This is an optimization exercise on Yosys and OpenROAD, whose aim is small area, a short achievable clock period and few clock cycles per item, not a production implementation.
RTL that was checked went through simulation tests only; none was proved equivalent to the original.
Only the layout flow was run in run 1; the RTL was not checked for function there.

==> flow/design.v, too long to show whole: its modules and the start of the top module <==
// module ray_sampler: 2040 lines
module ray_sampler (
    input  wire         clk,
    input  wire         rst,
    input  wire         in_valid,
    output wire         in_ready,
    input  wire         wrap,        
    input  wire [8:0]   nu,          
    input  wire [26:0]  cu,          
    input  wire [31:0]  pos_x,       
    input  wire [31:0]  pos_y,       
    input  wire [127:0] taps,        
    output reg          out_valid,
    output reg  [15:0]  s_out,       
    output reg  [23:0]  cu_out,      
    output reg  [16:0]  x0_out,      
    output reg  [16:0]  y0_out       
);
  // ...
==> flow/flow/run.sh <==
#!/bin/bash
# Own layout flow: the standard ORFS flow with two changes.
#  1. Synthesis: the standard synthesis script, except that Yosys's generic
#     `abc -fast` inside `synth` is skipped (-noabc), so the carry-save trees
#     of the RTL reach extract_fa intact instead of being restructured into
#     xnor/inverter forms. Registers, names, flattening and renaming are the
#     standard ones (same script otherwise).
#  2. Port buffers: buffer_ports inserts sky130_fd_sc_hd__buf_2 cells on every
#     input and output instead of its default delay buffer.
set -euo pipefail
W=$(pwd)
sed '1s/yosys synth -nofsm -noshare /yosys synth -nofsm -noshare -noabc /' \
    "$W/synth_recipe.tcl" > "$W/own_synth.tcl"
grep -q -- '-noabc' "$W/own_synth.tcl"
bash "$W/standard.sh" "SYNTH_SCRIPT=$W/own_synth.tcl" \
    "BUFFER_PORTS_ARGS=-buffer_cell sky130_fd_sc_hd__buf_2" finish \
    > "$W/orfs_flow.log" 2>&1
==> flow/standard.sh <==
#!/bin/bash
# synth_recipe.tcl (not shown) runs the flow's synth.tcl, then flattens the netlist and writes it again
# the make line also repeats each setting of config.mk as NAME=value (left out here)
make -C /OpenROAD-flow-scripts/flow DESIGN_CONFIG=/design/flow/config.mk WORK_HOME=/design/flow/orfs CLKGATE_MAP_FILE= SYNTH_SCRIPT=/design/flow/synth_recipe.tcl "${@:-finish}"
==> flow/config.mk <==
export PLATFORM = sky130hd
export DESIGN_NAME = ray_sampler
export DESIGN_NICKNAME = ray_sampler
export VERILOG_FILES = /design/flow/design.v
export SDC_FILE = /design/flow/constraint.sdc
export NUM_CORES = 4
export LEC_CHECK = 0
export CAP_MARGIN = 20
export CORE_MARGIN = 2
export CORE_UTILIZATION = 45
export SLEW_MARGIN = 20
==> flow/constraint.sdc <==
create_clock -name core_clock -period 25.0 [get_ports {clk}]
set_input_delay 5.0000 -clock core_clock [delete_from_list [all_inputs] [get_ports {clk}]]
set_output_delay 5.0000 -clock core_clock [all_outputs]
set_load 0.01 [all_outputs]
==> impl_metrics.csv, run 1 <==
group,metric,value,unit
die,num_rows,129,
logic_synthesis,muxShareOfSynthArea,23.3,%
logic_synthesis,synth_seq_cells,600,
critical_path,critical-path-top-delay-family,"compound AO/OA/AOI/OAI gates",
cells_and_area,layout_common_cells,"mux2_2, fa_1, dfxtp_1",
cells_and_area,multi_input_area_share,69.0,%
run_status,status,"no timing/DRC/antenna violations",
critical_path,cp_common_cell,"o21ai_0",
placed_design,placed_cells,6454,
critical_path,crit_slowest_cell,"dfxtp_1",
grt,top_usage_layer,"met2",
logic_synthesis,synth_xor_area_share,3.17,%
critical_path,endpoint,"m82[7]$_DFF_P_",
timing,fin_tns_setup,0,ps
logic_synthesis,synth_most_common_cell,"mux2_2",
logic_synthesis,syn_inst,4638,
timing,fin_ws,18860,ps
logic_synthesis,synth_top_area_share,29.1,%
cells_and_area,stdcell_count,6590,
clock_tree,cts_resized,0,
timing,slew_violations,0,
cells_and_area,n_all_buffers,339,
logic_synthesis,synth_area_leaders,"fa_1, mux2_2, dfxtp_1",
logic_synthesis,synth_top_area_cell,"fa_1",
cells_and_area,largest_reg_flops,128,
cells_and_area,signal_buffer_area_fraction,2.94,%
timing,rsz0062_at_grt,"false",
cells_and_area,clk_share,4.02,%
cells_and_area,top_regs,"taps0 (128), cu0 (27)",
die,die_w,357,um
cells_and_area,num-multi-input-gates,3673,
placed_design,detailedPlace.worstSlack,18850,ps
timing,min_period_over_period,24.6,%
critical_path,worstReg2RegStart,"n1[1]$_DFF_P_",
critical_path,regToRegSetupSlack,18860,ps
placed_design,placed_cell_area,0.0593,mm2
cells_and_area,syn2layout_area_growth,10.3,%
flow_run,max-cap-violations,0,
logic_synthesis,syn_avg_cell_area,12.1,um2
grt,grt_antenna_before_repair,22,
timing,tightest_slew,1060,ps
==> run 2, diff against run 1 <==
--- a/flow/design.v
+++ b/flow/design.v
@@ -937,37 +937,58 @@
     assign r11 = r11_s[23:0];
     wire [8:0]  nm1   = nu0 - 9'd1;
     wire        c_neg = cu0[26];
     wire [10:0] cint  = cu0[26:16];
     wire        c_hi  = !c_neg && (({2'b00, nm1} < cint) ||
                                    (({2'b00, nm1} == cint) && (cu0[15:0] != 16'd0)));
     wire [7:0]  cl_int  = c_neg ? 8'd0 : (c_hi ? nm1[7:0] : cu0[23:16]);
     wire [15:0] cl_frac = (c_neg || c_hi) ? 16'd0 : cu0[15:0];
-    wire [9:0]  mu = c_neg ? ~cu0[25:16] : cu0[25:16];
-    wire [0:0] m1 = (nu0 == 9'd1) ? 1'b0 : mu[9];
-    wire [1:0] t2 = {m1, mu[8]};
-    wire [2:0] d2 = {1'b0, t2} - {1'b0, nu0[1:0]};
-    wire [1:0] m2 = (nu0[8:2] == 7'd0 && !d2[2]) ? d2[1:0] : t2;
-    wire [2:0] t3 = {m2, mu[7]};
-    wire [3:0] d3 = {1'b0, t3} - {1'b0, nu0[2:0]};
-    wire [2:0] m3 = (nu0[8:3] == 6'd0 && !d3[3]) ? d3[2:0] : t3;
-    wire [3:0] t4 = {m3, mu[6]};
-    wire [4:0] d4 = {1'b0, t4} - {1'b0, nu0[3:0]};
-    wire [3:0] m4 = (nu0[8:4] == 5'd0 && !d4[4]) ? d4[3:0] : t4;
+    wire [9:0] mu  = c_neg ? ~cu0[25:16] : cu0[25:16];
+    wire [9:0] n3  = {1'b0, nu0} + {nu0, 1'b0};
+    wire [1:0] ma_t = mu[9:8];
+    wire [1:0] ma_k1 = nu0[1:0];
+    wire [1:0] ma_k2 = {nu0[0:0], 1'b0};
+    wire [1:0] ma_k3 = nu0[1:0] + ma_k2;
+    wire        ma_f1 = nu0[8:2] == 7'd0;
+    wire        ma_f2 = nu0[8:1] == 8'd0;
+    wire        ma_f3 = nu0 <= 9'd1;
+    wire [2:0] ma_d1 = {1'b0, ma_t} - {1'b0, ma_k1};
+    wire        ma_g1 = !ma_d1[2] && ma_f1;
+    wire [2:0] ma_d2 = {1'b0, ma_t} - {1'b0, ma_k2};
+    wire        ma_g2 = !ma_d2[2] && ma_f2;
+    wire [2:0] ma_d3 = {1'b0, ma_t} - {1'b0, ma_k3};
+    wire        ma_g3 = !ma_d3[2] && ma_f3;
+    wire [1:0] ma = ma_g3 ? ma_d3[1:0] : ma_g2 ? ma_d2[1:0]
+                     : ma_g1 ? ma_d1[1:0] : ma_t[1:0];
+    wire [3:0] mb_t = {ma, mu[7:6]};
+    wire [3:0] mb_k1 = nu0[3:0];
+    wire [3:0] mb_k2 = {nu0[2:0], 1'b0};
+    wire [3:0] mb_k3 = nu0[3:0] + mb_k2;
+    wire        mb_f1 = nu0[8:4] == 5'd0;
+    wire        mb_f2 = nu0[8:3] == 6'd0;
+    wire        mb_f3 = nu0 <= 9'd5;
+    wire [4:0] mb_d1 = {1'b0, mb_t} - {1'b0, mb_k1};
+    wire        mb_g1 = !mb_d1[4] && mb_f1;
+    wire [4:0] mb_d2 = {1'b0, mb_t} - {1'b0, mb_k2};
+    wire        mb_g2 = !mb_d2[4] && mb_f2;
+    wire [4:0] mb_d3 = {1'b0, mb_t} - {1'b0, mb_k3};
+    wire        mb_g3 = !mb_d3[4] && mb_f3;
+    wire [3:0] mb = mb_g3 ? mb_d3[3:0] : mb_g2 ? mb_d2[3:0]
+                     : mb_g1 ? mb_d1[3:0] : mb_t[3:0];
     reg         v1;
     reg [16:0]  x01, y01;
     reg [7:0]   fy1;
     reg         cy1;
     reg [7:0]   fyn1;     
     reg         cyn1;
     reg [23:0]  r001, r011, r101, r111;
     reg         wrap1, neg1;
     reg [15:0]  frac1;
-    reg [3:0]   m41;
+    reg [3:0]   mb1;
     reg [5:0]   mu1;
     reg [8:0]   n1;       
     reg [9:0]   n31;      
     always @(posedge clk) begin
         if (rst)
             v1 <= 1'b0;
         else
             v1 <= v0;
@@ -979,20 +1000,20 @@
         cyn1   <= ~py0[7];
         r001   <= r00;
         r011   <= r01;
         r101   <= r10;
         r111   <= r11;
         wrap1  <= wrap0;
         neg1   <= c_neg;
         frac1  <= wrap0 ? cu0[15:0] : cl_frac;
-        m41    <= m4;
+        mb1    <= mb;
         mu1    <= mu[5:0];
         n1     <= wrap0 ? nu0 : {1'b0, cl_int};
-        n31    <= {1'b0, nu0} + {nu0, 1'b0};
+        n31    <= n3;
     end
     wire [15:0] b0, b1;
     wire [23:0] b0_m0 = fy1[0] ? r011 : r001;
     wire [23:0] b0_m1 = fy1[1] ? r011 : r001;
     wire [23:0] b0_m2 = fy1[2] ? r011 : r001;
     wire [23:0] b0_m3 = fy1[3] ? r011 : r001;
     wire [23:0] b0_m4 = fy1[4] ? r011 : r001;
     wire [23:0] b0_m5 = fy1[5] ? r011 : r001;
@@ -1719,52 +1740,65 @@
     wire b1_351 = b1_238 ^ b1_292 ^ b1_293;
     wire b1_352 = (b1_238 & b1_292) | (b1_238 & b1_293) | (b1_292 & b1_293);
     wire b1_353 = b1_m7[23] ^ b1_294;
     wire b1_354 = b1_m7[23] & b1_294;
     wire [31:0] b1_a = {b1_354, b1_352, b1_350, b1_348, b1_346, b1_344, b1_342, b1_340, b1_338, b1_336, b1_334, b1_332, b1_330, b1_328, b1_326, b1_324, b1_322, b1_320, b1_318, b1_316, b1_314, b1_312, b1_310, b1_308, b1_306, b1_304, b1_302, b1_300, b1_298, b1_296, b1_mc[1], b1_m0[0]};
     wire [31:0] b1_b = {1'b0, b1_353, b1_351, b1_349, b1_347, b1_345, b1_343, b1_341, b1_339, b1_337, b1_335, b1_333, b1_331, b1_329, b1_327, b1_325, b1_323, b1_321, b1_319, b1_317, b1_315, b1_313, b1_311, b1_309, b1_307, b1_305, b1_303, b1_301, b1_299, b1_297, b1_295, b1_mc[0]};
     wire [31:0] b1_s = b1_a + b1_b;
     assign b1 = b1_s[31:16];
-    function [7:0] mstep4;
-        input [7:0] r;
-        input [1:0] b;
-        input [8:0] n;
-        input [9:0] n3;
-        reg   [9:0]  t;
-        reg   [10:0] d1, d2, d3;
-        begin
-            t  = {r, b};
-            d1 = {1'b0, t} - {2'b00, n};
-            d2 = {1'b0, t} - {1'b0, n, 1'b0};
-            d3 = {1'b0, t} - {1'b0, n3};
-            mstep4 = !d3[10] ? d3[7:0] : !d2[10] ? d2[7:0] : !d1[10] ? d1[7:0] : t[7:0];
-        end
-    endfunction
-    wire [7:0] m6 = mstep4({4'd0, m41}, mu1[5:4], n1, n31);
-    wire [7:0] m8 = mstep4(m6, mu1[3:2], n1, n31);
+    wire [5:0] mc_t = {mb1, mu1[5:4]};
+    wire [5:0] mc_k1 = n1[5:0];
+    wire [5:0] mc_k2 = {n1[4:0], 1'b0};
+    wire [5:0] mc_k3 = n31[5:0];
+    wire        mc_f1 = n1[8:6] == 3'd0;
+    wire        mc_f2 = n1[8:5] == 4'd0;
+    wire        mc_f3 = n1 <= 9'd21;
+    wire [6:0] mc_d1 = {1'b0, mc_t} - {1'b0, mc_k1};
+    wire        mc_g1 = !mc_d1[6] && mc_f1;
+    wire [6:0] mc_d2 = {1'b0, mc_t} - {1'b0, mc_k2};
+    wire        mc_g2 = !mc_d2[6] && mc_f2;
+    wire [6:0] mc_d3 = {1'b0, mc_t} - {1'b0, mc_k3};
+    wire        mc_g3 = !mc_d3[6] && mc_f3;
+    wire [5:0] mc = mc_g3 ? mc_d3[5:0] : mc_g2 ? mc_d2[5:0]
+                     : mc_g1 ? mc_d1[5:0] : mc_t[5:0];
+    wire [7:0] md_t = {mc, mu1[3:2]};
+    wire [7:0] md_k1 = n1[7:0];
+    wire [7:0] md_k2 = {n1[6:0], 1'b0};
+    wire [7:0] md_k3 = n31[7:0];
+    wire        md_f1 = n1[8:8] == 1'd0;
+    wire        md_f2 = n1[8:7] == 2'd0;
+    wire        md_f3 = n1 <= 9'd85;
+    wire [8:0] md_d1 = {1'b0, md_t} - {1'b0, md_k1};
+    wire        md_g1 = !md_d1[8] && md_f1;
+    wire [8:0] md_d2 = {1'b0, md_t} - {1'b0, md_k2};
+    wire        md_g2 = !md_d2[8] && md_f2;
+    wire [8:0] md_d3 = {1'b0, md_t} - {1'b0, md_k3};
+    wire        md_g3 = !md_d3[8] && md_f3;
+    wire [7:0] md = md_g3 ? md_d3[7:0] : md_g2 ? md_d2[7:0]
+                     : md_g1 ? md_d1[7:0] : md_t[7:0];
     reg         v2;
     reg [16:0]  x02, y02;
     reg [15:0]  b02, b12;
     reg [15:0]  frac2;
-    reg [7:0]   m82;
+    reg [7:0]   md2;
     reg [1:0]   mu2;
     reg         wrap2, neg2;
     reg [8:0]   n2;
     always @(posedge clk) begin
         if (rst)
             v2 <= 1'b0;
         else
             v2 <= v1;
         x02   <= x01;
         y02   <= y01;
         b02   <= b0;
         b12   <= b1;
         frac2 <= frac1;
-        m82   <= m8;
+        md2   <= md;
         mu2   <= mu1[1:0];
         wrap2 <= wrap1;
         neg2  <= neg1;
         n2    <= n1;
     end
     wire [7:0]  fw = frac2[15:8];
     wire        cw = frac2[7];
     wire [15:0] mix;
@@ -2018,20 +2052,25 @@
     wire mx_239 = mx_158 ^ mx_196 ^ mx_197;
     wire mx_240 = (mx_158 & mx_196) | (mx_158 & mx_197) | (mx_196 & mx_197);
     wire mx_241 = mx_m7[15] ^ mx_198;
     wire mx_242 = mx_m7[15] & mx_198;
     wire [23:0] mx_a = {mx_242, mx_240, mx_238, mx_236, mx_234, mx_232, mx_230, mx_228, mx_226, mx_224, mx_222, mx_220, mx_218, mx_216, mx_214, mx_212, mx_210, mx_208, mx_206, mx_204, mx_202, mx_200, mx_mc[1], mx_m0[0]};
     wire [23:0] mx_b = {1'b0, mx_241, mx_239, mx_237, mx_235, mx_233, mx_231, mx_229, mx_227, mx_225, mx_223, mx_221, mx_219, mx_217, mx_215, mx_213, mx_211, mx_209, mx_207, mx_205, mx_203, mx_201, mx_199, mx_mc[0]};
     wire [23:0] mx_s = mx_a + mx_b;
     assign mix = mx_s[23:8];
-    wire [9:0]  n32  = {1'b0, n2} + {n2, 1'b0};
-    wire [7:0]  m10  = mstep4(m82, mu2, n2, n32);
-    wire [8:0]  mneg = n2 + {1'b1, ~m10};      
-    wire [7:0]  wint = neg2 ? mneg[7:0] : m10;
+    wire [9:0]  te  = {md2, mu2};
+    wire [9:0]  n32 = {1'b0, n2} + {n2, 1'b0};
+    wire [10:0] e1  = {1'b0, te} - {2'b00, n2};
+    wire [10:0] e2  = {1'b0, te} - {1'b0, n2, 1'b0};
+    wire [10:0] e3  = {1'b0, te} - {1'b0, n32};
+    wire [10:0] e4  = {1'b0, te} - {n2, 2'b00};
+    wire [7:0]  wpos = !e3[10] ? e3[7:0] : !e2[10] ? e2[7:0] : !e1[10] ? e1[7:0] : te[7:0];
+    wire [7:0]  wneg = !e3[10] ? ~e4[7:0] : !e2[10] ? ~e3[7:0] : !e1[10] ? ~e2[7:0] : ~e1[7:0];
+    wire [7:0]  wint = neg2 ? wneg : wpos;
     always @(posedge clk) begin
         if (rst)
             out_valid <= 1'b0;
         else
             out_valid <= v2;
         s_out  <= mix;
         cu_out <= {wrap2 ? wint : n2[7:0], frac2};
         x0_out <= x02;
==> run 2 against run 1 <==
Wire length fell by 0.55%; register-to-register slack got worse by 290 ps; first-iteration DRC count fell by 2.5%; area after synthesis fell by 0.78%; cell count fell by 1.6%; still clean.
==> impl_metrics.csv, run 2 <==
group,metric,value,unit
run_status,status,"no timing/DRC/antenna violations",
grt,grt_pass1_wl,216,mm
placed_design,portBuffers,292,
clock_tree,cts.sinks,598,
clock_tree,cts_buffers,73,
min_path,min_path_type,"flop to flop",
detailed_routing,avgRoutedWirePerCell,20.6,um
critical_path,cp-start-kind,"flop",
clock_tree,htree_levels,3,
grt,grt_max_degree,34,
detailed_routing,totalWireLength,133,mm
cells_and_area,nets,6259,
clock_tree,hold_buffers,0,
cells_and_area,top_register,"taps0",
die,num_rows,128,
flow_run,max-cap-violations,0,
detailed_routing,viasPerCell,5.44,
logic_synthesis,synth_most_common_cell,"mux2_2",
cells_and_area,syn2layout_area_growth,10.4,%
timing,skew,26.8,ps
timing,slew_violations,0,
critical_path,crit_required,25600,ps
timing,min_period_over_period,25.7,%
timing,hold_viol,0,
clock_tree,cts_root_buf,"clkbuf_16",
cells_and_area,fillers,10931,
grt,grt_antenna_before_repair,16,
timing,fin_tns_setup,0,ps
timing,max-slew-margin-rel,26.3,%
die,die_y,356,um
timing,rsz0062_at_grt,"false",
timing,setup_viol,0,
timing,fin_crit,6440,ps
logic_synthesis,syn_inst,4556,
timing,tightest_slew,1100,ps
detailed_routing,drt_iter0_markers,1721,
logic_synthesis,syn_nets,6014,
grt,grt_pass1_vias,38708,
detailed_routing,dr_total_vias,35298,
die,die_w,356,um
clock_tree,clk_latency,670,ps
logic_synthesis,synth_top_area_share,29.4,%
logic_synthesis,synth_common_cells,"mux2_2, fa_1, dfxtp_1",
logic_synthesis,ys.flop_type,"dfxtp_1",
clock_tree,cts_setup_buffers,0,
grt,grt-ovfl-total,0,
die,die_area,0.126,mm2
clock_tree,clk_path_buf_depth,3,
placed_design,hpwl,99.8,mm
logic_synthesis,ys_warn_count,1,
logic_synthesis,syn_area,0.0556,mm2
critical_path,critical_path_arrival,7030,ps
detailed_routing,drc,0,
timing,fmax,155,MHz
logic_synthesis,syn_avg_cell_area,12.2,um2
critical_path,cp_max_fo,18,
die,io_pins,308,
die,core,0.122,mm2
cells_and_area,layout_common_cells,"mux2_2, fa_1, dfxtp_1",
clock_tree,cts.clk_slew.worst_paths,60,ps
logic_synthesis,async_flop_share,0,%
timing,fin_ws,18560,ps
detailed_routing,antenna_left,0,
logic_synthesis,synth_top_area_cell,"fa_1",
cells_and_area,drive_above_1_share,33.4,%
logic_synthesis,synth.yosys.seq_area_share,21.5,%
cells_and_area,top_regs,"taps0 (128), cu0 (27)",
logic_synthesis,synth-edff-count,0,
cells_and_area,largest_reg_flops,128,
grt,grt.total_usage,21.5,%
clock_tree,cts_tree,"yes",
critical_path,end_kind,"flop",
logic_synthesis,synth.distinct_cells,81,
die,start_util,45.5,%
timing,hold_ws,310,ps
clock_tree,cts_resized,0,
placed_design,detailedPlace.worstSlack,18550,ps
cells_and_area,final_common_cell,"mux2_2",
detailed_routing,drtPass1Iterations,5,
logic_synthesis,synth_area_leaders,"fa_1, mux2_2, dfxtp_1",
logic_synthesis,synth_seq_cells,598,
critical_path,criticalPathCategory,"flop to flop",
placed_design,gp_congestion,0.835,
critical_path,regToRegSetupSlack,18560,ps
==> run 2: changes by cell type in the layout (fill, tap and decap cells not counted), moves of 9 or more <==
cell	change
o211ai_1	-11
o21a_1	-9
a21o_1	-15
o21ai_1	+53
nor2b_1	-9
mux2i_1	+19
nor2_1	+14
o21ai_0	-51
clkbuf_1	-10
a21boi_1	+11
inv_1	-34
a21boi_0	-20
==> run 2: logic make-up after synthesis <==
family,count (synthesis),synth area share [%]
AND/OR/NAND/NOR,474,4.17
flip-flops,598,21.5
XOR/XNOR,214,3.37
buffers and inverters,334,2.28
adder cells (fa/ha/maj),1226,38.6
AO/OA/AOI/OAI,528,6.13
other,1,0.00674
multiplexers,1181,23.9
==> run 2: per-stage QoR <==
stage,instance area (um2),util (%),std cells
floorplan,55600,-,4556
finish,61400,50.2,6487
detailed placement,58800,48.1,6351
global placement,58800,48.1,6351
CTS,61400,50.2,6485
global route,61400,50.2,6487
==> run 2: path summary, 6_finish.rpt <==
kind	start	endpoint	depth (start not counted)
worst min-delay path	frac2[0]$_DFF_P_	cu_out[0]$_DFF_P_	0
worst max register to register	frac2[9]$_DFF_P_	s_out[15]$_DFF_P_	16
worst max-delay path	frac2[9]$_DFF_P_	s_out[15]$_DFF_P_	16
worst min register to register	frac2[0]$_DFF_P_	cu_out[0]$_DFF_P_	0
==> run 2: area by class of cell <==
cell class | instances | area, um2 | area share (%)
multi-input combinational | 3624 | 42400 | 69.1
sequential | 598 | 12000 | 19.5
tap | 1625 | 2030 | 3.31
clock buffer | 90 | 2010 | 3.28
timing repair buffer | 333 | 1770 | 2.88
inverter | 171 | 642 | 1.05
clock inverter | 44 | 551 | 0.897
antenna | 2 | 5.00 | 0.00816
==> run 2: critical path: stages (launching register included) <==
cell      delay (ps)
dfxtp_1          940
mux2_2           420
ha_1             300
fa_1             490
fa_1             410
fa_1             530
fa_1             420
ha_1             250
or3_1            380
a211oi_1         240
o221ai_1         220
a31oi_1          370
o21ai_1          210
o41ai_2          600
o21ai_1          210
a21oi_1          210
xnor2_1          140
==> run 2: per-layer routing <==
| metal | wire length [um] | track usage [%] | up-vias |
|---|---|---|---|
| met5 | 134 | 0 | - |
| met4 | 2590 | 4.97 | 22 |
| met3 | 5620 | 3.62 | 182 |
| met2 | 60400 | 33.8 | 628 |
| met1 | 64600 | 30.9 | 17921 |
| li1 | - | - | 16545 |
Testbench counts of run 2, summed over its fixed seeds: cycles 24,040, items 24,000.
==> run 3, diff against run 2 <==
--- a/flow/flow/run.sh
+++ b/flow/flow/run.sh
@@ -5,6 +5,9 @@
 #     of the RTL reach extract_fa intact instead of being restructured into
 #     xnor/inverter forms. Registers, names, flattening and renaming are the
 #     standard ones (same script otherwise).
+#  3. Timing repair after CTS and global routing aims for SETUP_MARGIN ns
+#     of setup slack (ORFS's SETUP_SLACK_MARGIN), so the resizer shortens the
+#     longest register-to-register paths; the constraints stay the design's.
 #  2. Port buffers: buffer_ports inserts sky130_fd_sc_hd__buf_2 cells on every
 #     input and output instead of its default delay buffer.
 set -euo pipefail
@@ -13,5 +16,6 @@
     "$W/synth_recipe.tcl" > "$W/own_synth.tcl"
 grep -q -- '-noabc' "$W/own_synth.tcl"
 bash "$W/standard.sh" "SYNTH_SCRIPT=$W/own_synth.tcl" \
-    "BUFFER_PORTS_ARGS=-buffer_cell sky130_fd_sc_hd__buf_2" finish \
+    "BUFFER_PORTS_ARGS=-buffer_cell sky130_fd_sc_hd__buf_2" \
+    "SETUP_SLACK_MARGIN=18.8" finish \
     > "$W/orfs_flow.log" 2>&1
==> run 3 against run 2 <==
Utilization grew 0.086 points; critical path type is now flop to output pin; non-clock buffer count is the same; setup slack gained 310 ps; synthesized cell count is the same; cell count is the same; sequential cell count is the same; clock-buffer cell count is the same; global-route usage is essentially flat; largest cell class unchanged; sequential share of layout area is essentially flat.
==> impl_metrics.csv, run 3 <==
group,metric,value,unit
timing,fin_tns_setup,0,ps
detailed_routing,totalWireLength,133,mm
logic_synthesis,syn_nets,6014,
critical_path,cp_max_fo,1,
logic_synthesis,async_flop_share,0,%
clock_tree,clk_latency,670,ps
logic_synthesis,synth_top_area_cell,"fa_1",
detailed_routing,drtPass1Iterations,7,
logic_synthesis,syn_avg_cell_area,12.2,um2
logic_synthesis,synth.yosys.seq_area_share,21.5,%
critical_path,end_kind,"output pin",
critical_path,cpPeakStageDelay,350,ps
cells_and_area,top_register,"taps0",
logic_synthesis,synth-edff-count,0,
cells_and_area,syn2layout_area_growth,10.5,%
clock_tree,hold_buffers,0,
logic_synthesis,synth_common_cells,"mux2_2, fa_1, dfxtp_1",
cells_and_area,nets,6259,
detailed_routing,dr_total_vias,35290,
grt,met2_usage,33.8,%
timing,skew,25.5,ps
grt,grt_use_met3,3.62,%
timing,fin_crit,6130,ps
min_path,min_path_type,"flop to flop",
die,die_w,356,um
timing,fin_ws,18870,ps
placed_design,placed_cell_area,0.0588,mm2
grt,grt_pass1_wl,216,mm
grt,grt_max_degree,34,
clock_tree,clk_path_buf_depth,3,
logic_synthesis,synth_top_area_share,29.4,%
cells_and_area,fillers,10919,
die,start_util,45.5,%
run_status,status,"no timing/DRC/antenna violations",
die,core,0.122,mm2
timing,hold_viol,0,
die,die_y,356,um
critical_path,critical-path-top-delay-family,"flip-flops",
clock_tree,cts_tree,"yes",
detailed_routing,drt_iter0_markers,1682,
cells_and_area,layout_common_cells,"mux2_2, fa_1, dfxtp_1",
timing,min_period_over_period,24.5,%
logic_synthesis,synth.distinct_cells,81,
cells_and_area,largest_reg_flops,128,
critical_path,crit_slowest_cell,"dfxtp_2",
critical_path,crit_required,20000,ps
detailed_routing,drc,0,
clock_tree,cts_root_buf,"clkbuf_16",
logic_synthesis,synth_area_leaders,"fa_1, mux2_2, dfxtp_1",
timing,fmax,163,MHz
timing,rsz0062_at_grt,"true",
cells_and_area,top_regs,"taps0 (128), cu0 (27)",
cells_and_area,stdcell_count,6487,
placed_design,hpwl,99.8,mm
timing,max-slew-margin-rel,30.0,%
critical_path,regToRegSetupSlack,19040,ps
logic_synthesis,ys.flop_type,"dfxtp_1",
die,die_area,0.126,mm2
critical_path,criticalPathCategory,"flop to output pin",
logic_synthesis,syn_area,0.0556,mm2
timing,setup_viol,0,
grt,grt-ovfl-total,0,
die,num_rows,128,
die,io_pins,308,
detailed_routing,avgRoutedWirePerCell,20.5,um
placed_design,gp_congestion,0.835,
detailed_routing,viasPerCell,5.44,
critical_path,crit_chain,"buf_6",
clock_tree,cts_buffers,73,
timing,tightest_slew,1050,ps
grt,met1_usage,30.9,%
grt,grt_pass1_vias,38707,
detailed_routing,antenna_left,0,
cells_and_area,drive_above_1_share,33.8,%
timing,slew_violations,0,
placed_design,detailedPlace.worstSlack,18550,ps
cells_and_area,design_area,0.0615,mm2
critical_path,critical_path_arrival,1130,ps
timing,hold_ws,311,ps
grt,top_usage_layer,"met2",
clock_tree,htree_levels,3,
critical_path,cp_num_buf_inv,1,
flow_run,max-cap-violations,0,
placed_design,portBuffers,292,
grt,grt.total_usage,21.5,%
cells_and_area,final_common_cell,"mux2_2",
logic_synthesis,ys_warn_count,1,
placed_design,placed_cells,6351,
clock_tree,cts.sinks,598,
logic_synthesis,synth_most_common_cell,"mux2_2",
logic_synthesis,synth_seq_cells,598,
grt,grt_antenna_before_repair,16,
critical_path,cp-start-kind,"flop",
clock_tree,cts.clk_slew.worst_paths,60,ps
logic_synthesis,syn_inst,4556,
[run 3: cell counts after synthesis]
No cell type changed its count.
[run 3: metrics by stage]
stage | util [%]
finish | 50.3
global route | 50.3
CTS | 50.3
detailed placement | 48.1
global placement | 48.1
floorplan | -
[run 3: layout make-up]
cell class	count	area [um2]	area share [%]
diodes	2	5.00	0.00814
clock buffers	90	2010	3.27
clock inverters	44	551	0.896
inverters	171	642	1.04
multi-input cells	3624	42400	69.0
flip-flops and latches	598	12000	19.5
well taps	1625	2030	3.31
repair buffers	333	1840	2.99
[run 3: worst paths after layout]
| kind | startpoint | cells past startpoint | end |
|---|---|---|---|
| setup / recovery | s_out[5]$_DFF_P_ | 1 | s_out[5] |
| setup reg to reg | fy1[0]$_DFF_P_ | 16 | b02[15]$_DFF_P_ |
| hold / removal | frac2[0]$_DFF_P_ | 0 | cu_out[0]$_DFF_P_ |
| hold reg to reg | frac2[0]$_DFF_P_ | 0 | cu_out[0]$_DFF_P_ |
[run 3: metal layers]
layer  share of wire [%]  wire (um)
met5                0.10        134
met4                 1.9       2560
met3                 4.3       5740
met2                  45      60500
met1                  48      64300
[run 3: repair_timing]
action                                  4_1_cts  5_1_grt
endpoints found under the setup margin       22       10
setup buffers                                 0        0
gates resized for setup                      30        8
[run 3: cell families after synthesis]
family	synth area share [%]
compound gates	6.13
buf+inv	2.28
xor+xnor	3.37
flops	21.5
fa+ha+maj	38.6
other cells	0.00674
simple gates	4.17
mux	23.9
==> run 4, diff against run 3 <==
--- a/flow/config.mk
+++ b/flow/config.mk
@@ -7,5 +7,5 @@
 export LEC_CHECK = 0
 export CAP_MARGIN = 20
 export CORE_MARGIN = 2
-export CORE_UTILIZATION = 45
+export CORE_UTILIZATION = 65
 export SLEW_MARGIN = 20
==> run 4 against run 3 <==
Design area decreased by 1.6%; non-clock buffer count up 2; register-to-register slack gained 50 ps; sequential share of layout area grew 0.29 points; largest cell class unchanged; critical path depth is the same; utilization rose by 21 points; via count is 1.5% higher; still clean.
==> impl_metrics.csv, run 4 <==
group,metric,value,unit
run_status,status,"no timing/DRC/antenna violations",
min_path,min_path_type,"flop to flop",
detailed_routing,viasPerCell,5.97,
cells_and_area,final_common_cell,"mux2_2",
cells_and_area,largest_reg_flops,128,
die,io_pins,308,
logic_synthesis,syn_inst,4556,
critical_path,criticalPathCategory,"flop to output pin",
placed_design,portBuffers,292,
detailed_routing,drtPass1Iterations,5,
detailed_routing,totalWireLength,131,mm
logic_synthesis,ys.flop_type,"dfxtp_1",
die,die_w,296,um
die,num_rows,107,
detailed_routing,drc,0,
cells_and_area,top_register,"taps0",
clock_tree,clk_latency,650,ps
logic_synthesis,synth_most_common_cell,"mux2_2",
critical_path,critical-path-top-delay-family,"flip-flops",
clock_tree,clk_path_buf_depth,3,
critical_path,end_kind,"output pin",
die,die_area,0.0879,mm2
logic_synthesis,syn_avg_cell_area,12.2,um2
critical_path,crit_required,20000,ps
clock_tree,cts_buffers,66,
grt,grt.total_usage,30.4,%
critical_path,cp_num_buf_inv,1,
timing,fmax,163,MHz
timing,fin_crit,6150,ps
clock_tree,htree_levels,3,
logic_synthesis,async_flop_share,0,%
clock_tree,cts.clk_slew.worst_paths,70,ps
die,start_util,65.4,%
logic_synthesis,syn_nets,6014,
placed_design,hpwl,96.9,mm
grt,grt_pass1_wl,209,mm
detailed_routing,avgRoutedWirePerCell,21.8,um
die,core,0.0850,mm2
logic_synthesis,synth_top_area_cell,"fa_1",
timing,max-slew-margin-rel,29.0,%
cells_and_area,nets,6254,
critical_path,critical_path_arrival,1150,ps
grt,grt_antenna_before_repair,13,
timing,fin_tns_setup,0,ps
cells_and_area,top_regs,"taps0 (128), cu0 (27)",
logic_synthesis,synth_top_area_share,29.4,%
timing,min_period_over_period,24.6,%
grt,grt_max_degree,34,
critical_path,cp_max_fo,1,
placed_design,gp_congestion,0.861,
timing,tightest_slew,1070,ps
cells_and_area,layout_common_cells,"mux2_2, fa_1, dfxtp_1",
logic_synthesis,synth_seq_cells,598,
critical_path,cpPeakStageDelay,310,ps
cells_and_area,syn2layout_area_growth,8.81,%
die,die_y,296,um
detailed_routing,dr_total_vias,35810,
logic_synthesis,synth_area_leaders,"fa_1, mux2_2, dfxtp_1",
timing,setup_viol,0,
logic_synthesis,synth.yosys.seq_area_share,21.5,%
logic_synthesis,ys_warn_count,1,
detailed_routing,drt_iter0_markers,1788,
critical_path,crit_chain,"buf_2",
detailed_routing,antenna_left,0,
grt,grt-ovfl-total,0,
clock_tree,cts.sinks,598,
timing,skew,34.4,ps
timing,rsz0062_at_grt,"false",
clock_tree,cts_root_buf,"clkbuf_16",
clock_tree,cts_tree,"yes",
logic_synthesis,syn_area,0.0556,mm2
cells_and_area,drive_above_1_share,33.3,%
grt,grt_pass1_vias,38176,
flow_run,max-cap-violations,0,
logic_synthesis,synth_common_cells,"mux2_2, fa_1, dfxtp_1",
cells_and_area,fillers,6221,
timing,hold_viol,0,
logic_synthesis,synth.distinct_cells,81,
timing,slew_violations,0,
logic_synthesis,synth-edff-count,0,
critical_path,cp-start-kind,"flop",
critical_path,crit_slowest_cell,"dfxtp_1",
-- run 4: path summary, 6_finish.rpt --
check	end	startpoint	slack, ps	cells past startpoint
max	s_out[12]	s_out[12]$_DFF_P_	18850	1
min	x02[11]$_DFF_P_	x01[11]$_DFF_P_	320	0
max reg2reg	b02[15]$_DFF_P_	fy1[0]$_DFF_P_	19090	17
min reg2reg	x02[11]$_DFF_P_	x01[11]$_DFF_P_	320	0
-- run 4: cell type report --
class                   count  area, um2  area share (%)
well taps                1144       1430            2.37
diodes                      6       15.0          0.0248
clock buffers              82       1800            2.98
flip-flops and latches    598      12000            19.8
repair buffers            335       1790            2.96
multi-input cells        3624      42400            70.0
clock inverters            35        459           0.759
inverters                 171        642            1.06
-- run 4: timing repair --
| action | 4_1_cts | 5_1_grt |
|---|---|---|
| pin swaps | 0 | 0 |
| buffers inserted | 0 | 0 |
| resized for setup | 3 | 9 |
| setup endpoints to repair | 2 | 5 |
| hold buffers | 0 | 0 |
-- run 4: logic make-up after synthesis --
kind of cell,synth area share (%)
compound gates,6.13
xor+xnor,3.37
fa+ha+maj,38.6
buf+inv,2.28
flops,21.5
mux,23.9
other cells,0.00674
simple gates,4.17
-- run 4: routing by layer --
metal  global-route usage, %  wire (um)
met1                    42.2      59200
met2                    49.1      61000
met3                    5.98       7610
met4                    7.44       2660
met5                       0         94
-- run 4: metrics by stage --
| step | util [%] | instance area (um2) | hold WS, ps | instances | setup slack [ps] |
|---|---|---|---|---|---|
| after floorplan | - | 55600 | 310 | 4556 | 19460 |
| after global placement | 68.5 | 58200 | 309 | 5871 | 18730 |
| after detailed placement | 68.5 | 58200 | 312 | 5872 | 18750 |
| after CTS | 71.1 | 60500 | 322 | 5989 | 18800 |
| after global routing | 71.2 | 60500 | 323 | 5992 | 18810 |
| final | 71.2 | 60500 | 320 | 5995 | 18850 |
==> run 5, diff against run 4 <==
--- a/flow/config.mk
+++ b/flow/config.mk
@@ -8,4 +8,6 @@
 export CAP_MARGIN = 20
 export CORE_MARGIN = 2
 export CORE_UTILIZATION = 65
+export CTS_CLUSTER_DIAMETER = 100
+export CTS_CLUSTER_SIZE = 30
 export SLEW_MARGIN = 20
==> run 5 against run 4 <==
Critical path type unchanged; worst hold slack gained 9.5 ps; area after synthesis did not move; clock skew up 5.4 ps; largest cell class unchanged; critical endpoint unchanged; clock-buffer cell count shrank 44; first-iteration DRC count down 3.6%; sequential share of layout area up 0.34 points; design area shrank 1.7%; fmax up 0.41%.
==> impl_metrics.csv, run 5 <==
group,metric,value,unit
timing,tightest_slew,1060,ps
timing,min_period_over_period,24.5,%
cells_and_area,layout_common_cells,"mux2_2, fa_1, dfxtp_1",
critical_path,reg2regPathDepth,17,
logic_synthesis,synth_seq_cells,598,
critical_path,cp-start-kind,"flop",
timing,fmax,163,MHz
logic_synthesis,syn_nets,6014,
clock_tree,clk_latency,620,ps
critical_path,criticalPathCategory,"flop to output pin",
placed_design,gp_congestion,0.861,
cells_and_area,nets,6222,
detailed_routing,drc,0,
die,die_area,0.0879,mm2
die,die_w,296,um
critical_path,cp_num_buf_inv,1,
cells_and_area,fillers,6350,
critical_path,critical_path_arrival,1120,ps
die,die_y,296,um
cells_and_area,syn2layout_area_growth,6.96,%
run_status,status,"no timing/DRC/antenna violations",
grt,grt_max_degree,34,
detailed_routing,viasPerCell,5.95,
timing,setup_viol,0,
timing,slew_violations,0,
cells_and_area,largest_reg_flops,128,
timing,fin_tns_setup,0,ps
grt,grt_antenna_before_repair,11,
logic_synthesis,synth_area_leaders,"fa_1, mux2_2, dfxtp_1",
die,io_pins,308,
logic_synthesis,synth_most_common_cell,"mux2_2",
logic_synthesis,synth.yosys.seq_area_share,21.5,%
cells_and_area,design_area,0.0595,mm2
critical_path,crit_slowest_cell,"dfxtp_1",
min_path,hold_depth,0,
timing,hold_viol,0,
timing,max-slew-margin-rel,29.1,%
logic_synthesis,synth.distinct_cells,81,
cells_and_area,top_register,"taps0",
logic_synthesis,syn_area,0.0556,mm2
critical_path,crit_required,20000,ps
clock_tree,clk_path_buf_depth,3,
placed_design,portBuffers,292,
clock_tree,cts.clk_slew.worst_paths,100,ps
detailed_routing,antenna_left,0,
grt,grt_pass1_vias,37639,
placed_design,hpwl,96.9,mm
cells_and_area,final_common_cell,"mux2_2",
placed_design,detailedPlace.worstSlack,18750,ps
die,num_rows,107,
timing,hold_ws,329,ps
die,start_util,65.4,%
cells_and_area,drive_above_1_share,32.7,%
flow_run,max-cap-violations,0,
critical_path,crit_cells,1,
die,core,0.0850,mm2
min_path,min_path_type,"flop to flop",
critical_path,critical-path-top-delay-family,"flip-flops",
grt,grt.total_usage,29.9,%
cells_and_area,top_regs,"taps0 (128), cu0 (27)",
timing,fin_ws,18880,ps
timing,skew,39.8,ps
logic_synthesis,synth_top_area_cell,"fa_1",
clock_tree,cts_setup_buffers,0,
logic_synthesis,async_flop_share,0,%
timing,fin_crit,6120,ps
grt,grt_pass1_wl,206,mm
clock_tree,cts_root_buf,"clkbuf_16",
detailed_routing,avgRoutedWirePerCell,21.7,um
grt,grt-ovfl-total,0,
logic_synthesis,synth-edff-count,0,
placed_design,placed_cell_area,0.0582,mm2
logic_synthesis,ys.flop_type,"dfxtp_1",
logic_synthesis,syn_avg_cell_area,12.2,um2
clock_tree,cts.sinks,598,
logic_synthesis,syn_inst,4556,
logic_synthesis,synth_top_area_share,29.4,%
detailed_routing,dr_total_vias,35326,
logic_synthesis,ys_warn_count,1,
clock_tree,cts_tree,"yes",
clock_tree,htree_levels,2,
cells_and_area,final_core_util,70.0,%
critical_path,cpPeakStageDelay,330,ps
critical_path,end_kind,"output pin",
logic_synthesis,synth_common_cells,"mux2_2, fa_1, dfxtp_1",
detailed_routing,drtPass1Iterations,5,
critical_path,crit_chain,"buf_2",
timing,rsz0062_at_grt,"false",
clock_tree,cts_buffers,34,
detailed_routing,totalWireLength,129,mm
critical_path,cp_max_fo,1,
detailed_routing,drt_iter0_markers,1724,
## run 5: cell types whose count changed in the layout (fill, tap and decap cells not counted), sizes merged
| cell | change |
|---|---|
| clkbuf | -44 |
| clkinvlp | -3 |
| diode | -2 |
| bufinv | -7 |
| clkinv | -6 |
## run 5: kinds of logic after synthesis
family,synth area share (%)
AND/OR/NAND/NOR,4.17
adder cells (fa/ha/maj),38.6
flip-flops,21.5
buffers and inverters,2.28
other,0.00674
AO/OA/AOI/OAI,6.13
XOR/XNOR,3.37
multiplexers,23.9
## run 5: cell type report
cell class / instances / area [um2] / area share, %
Tap cell: 1144 / 1430 / 2.41
Sequential cell: 598 / 12000 / 20.2
Inverter: 171 / 642 / 1.08
Antenna cell: 4 / 10.0 / 0.0168
Clock buffer: 38 / 940 / 1.58
Clock inverter: 19 / 298 / 0.501
Timing Repair Buffer: 335 / 1790 / 3.01
Multi-Input combinational cell: 3624 / 42400 / 71.3
## run 5: metal layers
metal	share of wire (%)	GRT usage, %	vias to the layer above
li1	-	-	16394
met1	46	42.2	17921
met2	47	48.4	858
met3	5.4	5.25	141
met4	1.7	6.63	12
met5	0.054	0	-
## run 5: final timing paths
kind | slack, ps | endpoint | start
setup reg to reg | 19080 | b02[15]$_DFF_P_ | fy1[0]$_DFF_P_
hold / removal | 330 | y02[1]$_DFF_P_ | y01[1]$_DFF_P_
setup / recovery | 18880 | s_out[12] | s_out[12]$_DFF_P_
hold reg to reg | 330 | y02[1]$_DFF_P_ | y01[1]$_DFF_P_
## run 5: timing repair
| item | in CTS | in global routing |
|---|---|---|
| gates resized for setup | 2 | 10 |
| hold buffers | 0 | 0 |
| setup endpoints to repair | 2 | 5 |
| pin swaps | 0 | 0 |
## run 5: per-stage QoR
step	std cells
2_1_floorplan	4556
3_3_place_gp	5871
3_5_place_dp	5872
4_1_cts	5929
5_1_grt	5932
6_report	5933
==> run 6, diff against run 5 <==
--- a/flow/flow/run.sh
+++ b/flow/flow/run.sh
@@ -8,6 +8,9 @@
 #  3. Timing repair after CTS and global routing aims for SETUP_MARGIN ns
 #     of setup slack (ORFS's SETUP_SLACK_MARGIN), so the resizer shortens the
 #     longest register-to-register paths; the constraints stay the design's.
+#  4. Adders: Yosys's own Brent-Kung carry lookahead instead of ORFS's
+#     Kogge-Stone extra map (SYNTH_OPERATIONS_ARGS replaces that map; -noshare
+#     is already on every synth call).
 #  2. Port buffers: buffer_ports inserts sky130_fd_sc_hd__buf_2 cells on every
 #     input and output instead of its default delay buffer.
 set -euo pipefail
@@ -17,5 +20,5 @@
 grep -q -- '-noabc' "$W/own_synth.tcl"
 bash "$W/standard.sh" "SYNTH_SCRIPT=$W/own_synth.tcl" \
     "BUFFER_PORTS_ARGS=-buffer_cell sky130_fd_sc_hd__buf_2" \
-    "SETUP_SLACK_MARGIN=18.8" finish \
+    "SETUP_SLACK_MARGIN=18.8" "SYNTH_OPERATIONS_ARGS=-noshare" finish \
     > "$W/orfs_flow.log" 2>&1
==> run 6 against run 5 <==
Critical path depth did not move; register-to-register slack got worse by 50 ps; die area fell by 1.5%; non-clock buffer count fell by 2; fmax fell by 0.40%; design area fell by 1.7%; wire length fell by 1.7%; sequential share of layout area rose by 0.35 points; clock skew fell by 14 ps; setup slack got worse by 24 ps.
==> impl_metrics.csv, run 6 <==
group,metric,value,unit
timing,setup_viol,0,
die,die_area,0.0866,mm2
critical_path,r2r_end,"r001[21]$_DFF_P_",
critical_path,crit_slowest_cell,"dfxtp_1",
placed_design,portBuffers,292,
critical_path,cp_max_fo,1,
die,die_y,294,um
timing,skew,26.2,ps
timing,tightest_slew,960,ps
cells_and_area,syn2layout_area_growth,6.71,%
cells_and_area,nets,5942,
logic_synthesis,synth_area_leaders,"fa_1, mux2_2, dfxtp_1",
clock_tree,clk_latency,670,ps
clock_tree,cts_tree,"yes",
detailed_routing,antenna_left,0,
grt,grt-ovfl-total,0,
clock_tree,htree_levels,1,
critical_path,crit_path_start,"cu_out[16]$_DFF_P_",
clock_tree,cts_buffers,30,
detailed_routing,dr_total_vias,33180,
grt,grt_pass1_vias,36331,
critical_path,cpPeakStageDelay,310,ps
logic_synthesis,synth.yosys.seq_area_share,21.9,%
logic_synthesis,synth_top_area_share,33.6,%
cells_and_area,drive_above_1_share,35.5,%
critical_path,crit_chain,"buf_2",
die,die_w,294,um
run_status,status,"no timing/DRC/antenna violations",
timing,fin_crit,6150,ps
clock_tree,clk_path_buf_depth,3,
detailed_routing,avgRoutedWirePerCell,23.0,um
logic_synthesis,syn_area,0.0548,mm2
logic_synthesis,syn_nets,5743,
timing,min_period_over_period,24.6,%
critical_path,criticalPathCategory,"flop to output pin",
cells_and_area,layout_common_cells,"mux2_2, fa_1, dfxtp_1",
timing,fin_tns_setup,0,ps
logic_synthesis,synth.distinct_cells,73,
logic_synthesis,syn_avg_cell_area,13.0,um2
detailed_routing,totalWireLength,127,mm
clock_tree,cts.clk_slew.worst_paths,100,ps
critical_path,cp_num_buf_inv,1,
cells_and_area,final_common_cell,"mux2_2",
logic_synthesis,ys.flop_type,"dfxtp_1",
die,io_pins,308,
logic_synthesis,synth_most_common_cell,"mux2_2",
placed_design,hpwl,94.3,mm
logic_synthesis,synth-edff-count,0,
detailed_routing,viasPerCell,6.03,
critical_path,reg2regPathDepth,18,
clock_tree,cts.sinks,598,
clock_tree,cts_root_buf,"clkbuf_16",
detailed_routing,drc,0,
critical_path,endpoint,"cu_out[16]",
flow_run,max-cap-violations,0,
cells_and_area,largest_reg_flops,128,
critical_path,regToRegSetupSlack,19030,ps
timing,fmax,163,MHz
logic_synthesis,synth_top_area_cell,"fa_1",
critical_path,crit_required,20000,ps
critical_path,crit_cells,1,
logic_synthesis,async_flop_share,0,%
logic_synthesis,ys_warn_count,1,
grt,grt.total_usage,29.9,%
detailed_routing,drtPass1Iterations,5,
cells_and_area,top_regs,"taps0 (128), cu0 (27)",
die,start_util,65.5,%
clock_tree,hold_buffers,0,
logic_synthesis,syn_inst,4200,
timing,rsz0062_at_grt,"false",
die,core,0.0836,mm2
grt,grt_antenna_before_repair,6,
critical_path,critical-path-top-delay-family,"flip-flops",
critical_path,cp-start-kind,"flop",
critical_path,critical_path_arrival,1150,ps
logic_synthesis,synth_seq_cells,598,
timing,slew_violations,0,
cells_and_area,fillers,6145,
timing,max-slew-margin-rel,35.9,%
cells_and_area,top_register,"taps0",
grt,grt_max_degree,43,
grt,grt_pass1_wl,203,mm
placed_design,gp_congestion,0.887,
die,num_rows,106,
min_path,min_path_type,"flop to flop",
detailed_routing,drt_iter0_markers,1845,
timing,hold_viol,0,
logic_synthesis,synth_common_cells,"mux2_2, fa_1, dfxtp_1",
critical_path,worstReg2RegStart,"px0[8]$_DFF_P_",
critical_path,end_kind,"output pin",
run 6: how the worst min path moves through the flow:
| stage | end | cells past startpoint | from |
|---|---|---|---|
| global route | y0_out[6]$_DFF_P_ | 0 | y02[6]$_DFF_P_ |
| CTS | y0_out[6]$_DFF_P_ | 0 | y02[6]$_DFF_P_ |
| finish | y0_out[6]$_DFF_P_ | 0 | y02[6]$_DFF_P_ |
| floorplan | cu_out[0]$_DFF_P_ | 0 | frac2[0]$_DFF_P_ |
| detailed placement | x02[15]$_DFF_P_ | 0 | x01[15]$_DFF_P_ |
| global placement | y02[8]$_DFF_P_ | 0 | y01[8]$_DFF_P_ |
run 6: logic make-up after synthesis:
logic type	count (synthesis)	share of synthesized area (%)
flops	598	21.9
fa+ha+maj	1311	42.5
simple gates	279	2.58
compound gates	383	4.74
mux	1166	23.9
xor+xnor	125	2.00
other cells	1	0.00685
buf+inv	337	2.35
run 6: metrics by stage:
stage	instance area (um2)	setup WS [ps]	instances	utilization [%]	hold WS, ps
3_5_place_dp	57200	18660	5446	68.5	312
5_1_grt	58400	18800	5498	69.9	326
6_report	58400	18850	5500	69.9	323
2_1_floorplan	54800	19340	4200	-	310
3_3_place_gp	57200	18790	5446	68.5	310
4_1_cts	58300	18800	5495	69.8	325
run 6: final cells by class:
cell class                 count  area (um2)  area share, %
antenna                        4        10.0         0.0171
clock buffer                  30         751           1.28
clock inverter                19         307          0.525
inverter                     171         642           1.10
multi-input combinational   3265       41500           71.1
sequential                   598       12000           20.5
tap                         1080        1350           2.31
timing repair buffer         333        1850           3.16
run 6: repair_timing:
| item | in CTS | in global routing |
|---|---|---|
| pin swaps | 0 | 0 |
| buffers inserted | 0 | 1 |
| endpoints found under the setup margin | 4 | 17 |
| hold endpoints to repair | 0 | 0 |
| resized for setup | 3 | 32 |
run 6: metal layers:
metal | global-route usage (%) | up-vias | wire length [um] | share of wire, %
met5 | 0 | - | 37 | 0.029
met4 | 5.54 | 6 | 2080 | 1.6
met3 | 4.43 | 110 | 6980 | 5.5
met2 | 48.2 | 871 | 59200 | 47
met1 | 43.4 | 17164 | 58300 | 46
li1 | - | 15029 | - | -
==> run 7, diff against run 6 <==
==> flow/flow/run.sh (replaced) <==
#!/bin/bash
# Own layout flow: the standard ORFS flow (standard.sh, same config.mk,
# SDC and clock period) with these changes:
#  1. Synthesis runs the standard script (synth_recipe.tcl) with Yosys's generic
#     `abc -fast` inside `synth` skipped (-noabc), so the carry-save trees of
#     the RTL reach extract_fa as written instead of being restructured into
#     xnor/inverter forms. Registers, their names, flattening and renaming are
#     those of the standard synthesis.
#  2. Adders use Yosys's own Brent-Kung carry lookahead instead of ORFS's
#     Kogge-Stone extra map (SYNTH_OPERATIONS_ARGS replaces that map; -noshare
#     is already on every synth call, so repeating it changes nothing else).
#  3. buffer_ports puts a sky130_fd_sc_hd__buf_2 on every input and output
#     instead of its default delay buffer.
# make's full output goes to orfs_flow.log here; each ORFS step also writes
# its own log under orfs/logs/.
set -euo pipefail
W=$(pwd)
sed '1s/yosys synth -nofsm -noshare /yosys synth -nofsm -noshare -noabc /' \
    "$W/synth_recipe.tcl" > "$W/own_synth.tcl"
grep -q -- '-noabc' "$W/own_synth.tcl"
bash "$W/standard.sh" "SYNTH_SCRIPT=$W/own_synth.tcl" \
    "SYNTH_OPERATIONS_ARGS=-noshare" \
    "BUFFER_PORTS_ARGS=-buffer_cell sky130_fd_sc_hd__buf_2" finish \
    > "$W/orfs_flow.log" 2>&1
==> run 7 against run 6 <==
Still clean; sequential cell count did not move; utilization fell by 0.16 points; critical path depth rose by 15; first-iteration DRC count fell by 5.8%; clock skew fell by 0.52 ps; register-to-register slack got worse by 400 ps; highest routed layer unchanged.
==> impl_metrics.csv, run 7 <==
group,metric,value,unit
run_status,status,"no timing/DRC/antenna violations",
detailed_routing,totalWireLength,126,mm
timing,fin_ws,18630,ps
logic_synthesis,synth_area_leaders,"fa_1, mux2_2, dfxtp_1",
placed_design,placed_cells,5446,
logic_synthesis,synth_top_area_share,33.6,%
logic_synthesis,synth-edff-count,0,
cells_and_area,layout_common_cells,"mux2_2, fa_1, dfxtp_1",
cells_and_area,design_area,0.0583,mm2
critical_path,crit_required,25520,ps
die,die_area,0.0866,mm2
timing,fmax,157,MHz
detailed_routing,avgRoutedWirePerCell,23.0,um
timing,skew,25.7,ps
timing,rsz0062_at_grt,"false",
detailed_routing,viasPerCell,6.02,
grt,grt_max_degree,43,
logic_synthesis,syn_nets,5743,
cells_and_area,largest_reg_flops,128,
clock_tree,clk_latency,670,ps
timing,setup_viol,0,
cells_and_area,final_common_cell,"mux2_2",
logic_synthesis,synth_most_common_cell,"mux2_2",
logic_synthesis,ys.flop_type,"dfxtp_1",
logic_synthesis,synth_common_cells,"mux2_2, fa_1, dfxtp_1",
cells_and_area,syn2layout_area_growth,6.46,%
logic_synthesis,syn_inst,4200,
logic_synthesis,synth_top_area_cell,"fa_1",
detailed_routing,drt_iter0_markers,1738,
logic_synthesis,syn_avg_cell_area,13.0,um2
detailed_routing,drtPass1Iterations,5,
logic_synthesis,synth_seq_cells,598,
placed_design,portBuffers,292,
cells_and_area,stdcell_count,5498,
detailed_routing,dr_total_vias,33097,
grt,grt_antenna_before_repair,6,
critical_path,critical_path_arrival,6890,ps
die,die_y,294,um
cells_and_area,final_core_util,69.8,%
clock_tree,cts_tree,"yes",
clock_tree,cts.clk_slew.worst_paths,100,ps
cells_and_area,drive_above_1_share,35.2,%
timing,fin_tns_setup,0,ps
die,num_rows,106,
grt,grt-ovfl-total,0,
timing,min_period_over_period,25.5,%
min_path,min_path_type,"flop to flop",
timing,slew_violations,0,
timing,fin_crit,6370,ps
grt,grt_pass1_wl,203,mm
flow_run,max-cap-violations,0,
clock_tree,cts_buffers,30,
clock_tree,cts.sinks,598,
placed_design,gp_congestion,0.887,
cells_and_area,top_register,"taps0",
die,io_pins,308,
grt,grt_pass1_vias,36330,
placed_design,detailedPlace.worstSlack,18660,ps
timing,hold_viol,0,
die,die_w,294,um
logic_synthesis,async_flop_share,0,%
clock_tree,htree_levels,1,
logic_synthesis,ys_warn_count,1,
placed_design,placed_cell_area,0.0572,mm2
critical_path,cp_max_fo,24,
clock_tree,cts_resized,0,
cells_and_area,top_regs,"taps0 (128), cu0 (27)",
clock_tree,hold_buffers,0,
logic_synthesis,synth.distinct_cells,73,
clock_tree,clk_path_buf_depth,3,
die,core,0.0836,mm2
timing,max-slew-margin-rel,30.4,%
logic_synthesis,synth.yosys.seq_area_share,21.9,%
critical_path,end_kind,"flop",
detailed_routing,drc,0,
grt,grt.total_usage,29.9,%
detailed_routing,antenna_left,0,
placed_design,hpwl,94.3,mm
clock_tree,cts_root_buf,"clkbuf_16",
timing,tightest_slew,1040,ps
critical_path,cp-start-kind,"flop",
cells_and_area,nets,5941,
critical_path,criticalPathCategory,"flop to flop",
logic_synthesis,syn_area,0.0548,mm2
clock_tree,cts_setup_buffers,0,
die,start_util,65.5,%
[run 7: cell counts after synthesis]
No cell type changed its count.
[run 7: area by class of cell]
type | instances | area [um2]
Clock buffer | 30 | 751
Clock inverter | 19 | 307
Multi-Input combinational cell | 3265 | 41500
Antenna cell | 3 | 7.51
Sequential cell | 598 | 12000
Fill cell | 6160 | 25200
Inverter | 171 | 642
Timing Repair Buffer | 332 | 1760
Tap cell | 1080 | 1350
[run 7: layer usage]
metal  GRT usage, %  vias up  part of all wire [%]
met3           4.43      114                   5.2
met5              0        -                 0.029
met2           48.2      799                    47
met4           5.54        6                   1.7
met1           43.4    17160                    46
li1               -    15018                     -
[run 7: per-stage QoR]
step	hold WS [ps]
after floorplan	310
after global placement	310
after detailed placement	312
after CTS	325
after global routing	326
final	324
[run 7: logic make-up after synthesis]
| logic type | count (synthesis) | synth area share, % |
|---|---|---|
| muxes | 1166 | 23.9 |
| DFF | 598 | 21.9 |
| adders and majority gates | 1311 | 42.5 |
| other | 1 | 0.00685 |
| xor gates and xnor gates | 125 | 2.00 |
| AOI/OAI and AO/OA | 383 | 4.74 |
| buffers and inverters | 337 | 2.35 |
| and+or+nand+nor | 279 | 2.58 |
[run 7: path summary, 6_finish.rpt]
| path | start | end | slack [ps] | cells after the start |
|---|---|---|---|---|
| worst max register to register | fyn1[1]$_DFF_P_ | b12[15]$_DFF_P_ | 18630 | 16 |
| worst min register to register | y02[6]$_DFF_P_ | y0_out[6]$_DFF_P_ | 320 | 0 |
| worst min-delay path | y02[6]$_DFF_P_ | y0_out[6]$_DFF_P_ | 320 | 0 |
| worst max-delay path | fyn1[1]$_DFF_P_ | b12[15]$_DFF_P_ | 18630 | 16 |
[run 7: critical path: stages (launching register included)]
cell      delay [ps]
dfxtp_2          870
mux2_2           430
fa_1             430
fa_1             480
fa_1             570
fa_1             420
ha_1             320
a21oi_1           70
o21ai_0          470
a41o_1           260
o311ai_0         210
o31ai_1          430
o31a_1           220
a21boi_0         120
o21ai_0          270
fa_1             240
xor2_1           400

==> re-timing with driven ports <==
Ports are ideal in the flow. The routed layouts listed here were re-timed in OpenROAD.
Step 1: set_driving_cell puts a clkbuf_16 on clk and a buf_2 on each other input, an assumption about the parent block.
Step 2 adds t to the input delays and takes it off the output delays; t is the mean of the earliest and latest rising clock arrival at the registers after step 1. Input paths then give back, and output paths get back, about the clock's delay inside the block.
Three values: no drivers, after step 1, after step 2; two values: the first two.
| run | t, ns | setup WS [ns] | pins driven straight from the clock port |
|---|---|---|---|
| run 1 | 0.731 | 18.857 / 18.806 / 18.857 | 1 |
| run 2 | 0.734 | 18.564 / 18.564 / 18.564 | 1 |
| run 3 | 0.732 | 18.870 / 18.797 / 19.036 | 1 |
| run 4 | 0.708 | 18.853 / 18.779 / 19.092 | 1 |
| run 5 | 0.674 | 18.878 / 18.806 / 19.084 | 1 |
| run 6 | 0.726 | 18.854 / 18.786 / 19.034 | 1 |
| run 7 | 0.726 | 18.629 / 18.629 / 18.629 | 1 |
After both steps every run listed still meets setup and hold.
